This design comes from an exercise in tuning for small area and a short achievable clock period on the open sky130 flow, not from production work.
Only simulation tests tie the RTL to the original design; equivalence was not proved.

## ember
Design cmp_blend, start of the top module:
module cmp_blend (
    input  wire        clk,
    input  wire        rst,
    input  wire        in_valid,
    input  wire [15:0] in_d_r,      
    input  wire [15:0] in_d_g,
    input  wire [15:0] in_d_b,
    input  wire [15:0] in_d_a,
    input  wire [15:0] in_c_r,      
    input  wire [15:0] in_c_g,
    input  wire [15:0] in_c_b,
    input  wire [15:0] in_apx,      
    input  wire [15:0] in_ga,       
    input  wire [15:0] in_ks,       
    input  wire        in_premul,   
    input  wire [15:0] in_key_lo0,  
    input  wire [15:0] in_key_lo1,
    input  wire [15:0] in_key_lo2,
    input  wire [15:0] in_key_hi0,
    input  wire [15:0] in_key_hi1,
    input  wire [15:0] in_key_hi2,
    input  wire [2:0]  in_key_use,
    input  wire        in_key_inv,
    input  wire [15:0] in_key_soft,
    output reg         out_valid,
    output reg  [15:0] out_d_r,     
    output reg  [15:0] out_d_g,
    output reg  [15:0] out_d_b,
    output reg  [15:0] out_d_a,
  ...
Size: ~16000 cells after synthesis, ~780 flip-flops.
export LEC_CHECK = 0
export ABC_AREA = 1
export CAP_MARGIN = 20
export CORE_MARGIN = 2
export CORE_UTILIZATION = 65
export CTS_CLUSTER_DIAMETER = 100
export CTS_CLUSTER_SIZE = 30
export SLEW_MARGIN = 20
create_clock -name core_clock -period 125.0 [get_ports {clk}]
standard.sh (not shown) runs the stock make flow with config.mk's settings and CLKGATE_MAP_FILE= SYNTH_SCRIPT=/design/flow/synth_recipe.tcl, a recipe that flattens the netlist after the stock synthesis.
==> flow/flow/run.sh <==
#!/bin/bash
# The standard layout (standard.sh) with these changes:
#  - synthesis maps all the logic with ABC (one round of dc2 rewriting, then its area-oriented mapper amap,
#    then ORFS's usual buffering and sizing; see abc_area.script) in place of
#    ORFS's abc_area.script, and without first extracting full and half adder
#    cells (ADDER_MAP_FILE empty); the registers, and every other synthesis
#    step, are the standard ones;
#  - every input and output port still gets its own buffer, but a plain
#    buf_1 rather than the delay cell buffer_ports picks by default.
set -euo pipefail
here=$(pwd)
ports="BUFFER_PORTS_ARGS=-buffer_cell sky130_fd_sc_hd__buf_1"
rm -rf "$here/abc_scripts"
cp -r "$FLOW_HOME/scripts" "$here/abc_scripts"
cp "$here/flow/abc_area.script" "$here/abc_scripts/abc_area.script"
bash "$here/standard.sh" SCRIPTS_DIR="$here/abc_scripts" ADDER_MAP_FILE= "$ports" synth > "$here/synth.log" 2>&1
bash "$here/standard.sh" "$ports" > "$here/layout.log" 2>&1
==> flow/flow/abc_area.script <==
strash
dc2
dch
amap -m
topo
stime -c
buffer -c
upsize -c
dnsize -c
Modified inputs, onyx compared to ember
- removing CTS_CLUSTER_SIZE (formerly 30)
- removing CTS_CLUSTER_DIAMETER (formerly 100)
==> flow/flow/run.sh <==
#!/bin/bash
# The standard layout (standard.sh) with two changes:
#  - synthesis maps the logic with ABC's area-only standard-cell mapping
#    (two rounds of map -a, in abc_area.script) in place of ORFS's abc_area.script;
#    the registers, and every other synthesis step, are the standard ones;
#  - every input and output port still gets its own buffer, but a plain
#    buf_1 rather than the delay cell buffer_ports picks by default.
set -euo pipefail
here=$(pwd)
ports="BUFFER_PORTS_ARGS=-buffer_cell sky130_fd_sc_hd__buf_1"
rm -rf "$here/abc_scripts"
cp -r "$FLOW_HOME/scripts" "$here/abc_scripts"
cp "$here/flow/abc_area.script" "$here/abc_scripts/abc_area.script"
bash "$here/standard.sh" SCRIPTS_DIR="$here/abc_scripts" "$ports" synth > "$here/synth.log" 2>&1
bash "$here/standard.sh" "$ports" > "$here/layout.log" 2>&1
==> flow/flow/abc_area.script <==
strash
dch
map -a
strash
dch
map -a
topo
stime -c
buffer -c
upsize -c
dnsize -c
==> comparison <==
onyx finished end to end and its layout was clean on timing, DRC and antenna.
ember has completed all stages; timing, DRC and antenna checks passed.
Critical path's largest stage delay (onyx over ember): decrease, 20 ps
Synthesized cell count on onyx is down relative to ember.
For the synthesis-to-layout area growth, onyx came in 1.8 points higher than ember did.
ember → onyx: pin count of the biggest net entering global routing now sits higher; global-route usage lost 4.2 points; post-synthesis compound-gate area fraction -27 points; least setup slack across all paths after layout went up by 11 ps; met3 routed wirelength lost 10 mm.
Setup changes, onyx to indigo
- CORE_UTILIZATION now 55, was 65
==> flow/flow/run.sh <==
#!/bin/bash
# The standard layout (standard.sh), except that synthesis maps the logic
# with ABC's area-only standard-cell mapping (map -a, in abc_area.script)
# in place of ORFS's abc_area.script. Everything else, registers included,
# is the standard synthesis and flow.
set -euo pipefail
here=$(pwd)
rm -rf "$here/abc_scripts"
cp -r "$FLOW_HOME/scripts" "$here/abc_scripts"
cp "$here/flow/abc_area.script" "$here/abc_scripts/abc_area.script"
bash "$here/standard.sh" SCRIPTS_DIR="$here/abc_scripts" synth > "$here/synth.log" 2>&1
bash "$here/standard.sh" > "$here/layout.log" 2>&1
--- a/flow/flow/abc_area.script
+++ b/flow/flow/abc_area.script
@@ -1,3 +0,0 @@
-strash
-dch
-map -a
Findings:
[compare] base=onyx new=indigo: synthesized-area fraction occupied by ao, oa, aoi and oai cells went down by 0.27 points; final worst slack dropped 410 ps; post-layout minimum cycle time +410 ps; flip-flop and latch share of the layout cell area saw a decrease. indigo against onyx: via count normalized by instance count now sits lower, met3 demand-to-capacity share in global routing now sits lower, layout buffer count excluding clock buffers now sits higher. Max maximum operating frequency across indigo and onyx: onyx.
Here is what was changed in the inputs of violet compared with indigo.
- CTS_CLUSTER_SIZE newly set to 30
- CORE_UTILIZATION changed from 55 to 65
- CTS_CLUSTER_DIAMETER newly set to 100
==> flow/flow/run.sh <==
#!/bin/bash
# The standard layout (standard.sh) with these changes:
#  - synthesis maps all the logic with ABC (its area-oriented mapper amap,
#    then ORFS's usual buffering and sizing; see abc_area.script) in place of
#    ORFS's abc_area.script, and without first extracting full and half adder
#    cells (ADDER_MAP_FILE empty); the registers, and every other synthesis
#    step, are the standard ones;
#  - every input and output port still gets its own buffer, but a plain
#    buf_1 rather than the delay cell buffer_ports picks by default.
set -euo pipefail
here=$(pwd)
ports="BUFFER_PORTS_ARGS=-buffer_cell sky130_fd_sc_hd__buf_1"
rm -rf "$here/abc_scripts"
cp -r "$FLOW_HOME/scripts" "$here/abc_scripts"
cp "$here/flow/abc_area.script" "$here/abc_scripts/abc_area.script"
bash "$here/standard.sh" SCRIPTS_DIR="$here/abc_scripts" ADDER_MAP_FILE= "$ports" synth > "$here/synth.log" 2>&1
bash "$here/standard.sh" "$ports" > "$here/layout.log" 2>&1
--- a/flow/flow/abc_area.script
+++ b/flow/flow/abc_area.script
@@ -3 +3 @@
-map -a
+amap -m
[summary]
- The deepest level of the CTS H-tree number comes out lower for violet vs indigo.
- In the metrics for violet and indigo, the one carrying the higher insertion delay to the later sink of the worst-skew pair is indigo.
- violet falls short of indigo in clock skew.
- Average footprint of a synthesized cell ended up about 20% lower on violet than on indigo.
- Changes observed in violet relative to indigo: die area fell by 20%, area after synthesis shrank by 6.2%.
- violet ended up with a lower cell area than indigo did.

static timing again, ports no longer ideal:
Ports are ideal in the flow. The routed layouts listed here were re-timed in OpenROAD. Step 1 sets driving cells, clkbuf_16 on the clock port and buf_2 on the other inputs (assumed; they add their load-dependent delay and slew). Step 2 moves the port delays by t, midway between the first and last clock arrival at a register: inputs arrive t later, outputs are due t later. That takes back most of the time a late clock gives input paths. Three values: ideal, step 1, step 2; two values: the first two.
run	t, ns	setup slack, ns	hold WS [ns]	cell pins on the clock port's net
ember	0.792	98.789 / 98.701 / 99.493	0.308 / 0.308 / 0.308	1
onyx	0.802	98.801 / 98.720 / 99.522	0.319 / 0.319 / 0.319	1
indigo	0.834	98.390 / 98.301 / 99.135	0.315 / 0.315 / 0.315	1
violet	0.768	98.814 / 98.728 / 99.497	0.307 / 0.307 / 0.307	1
After both steps setup and hold are still met in every run listed.
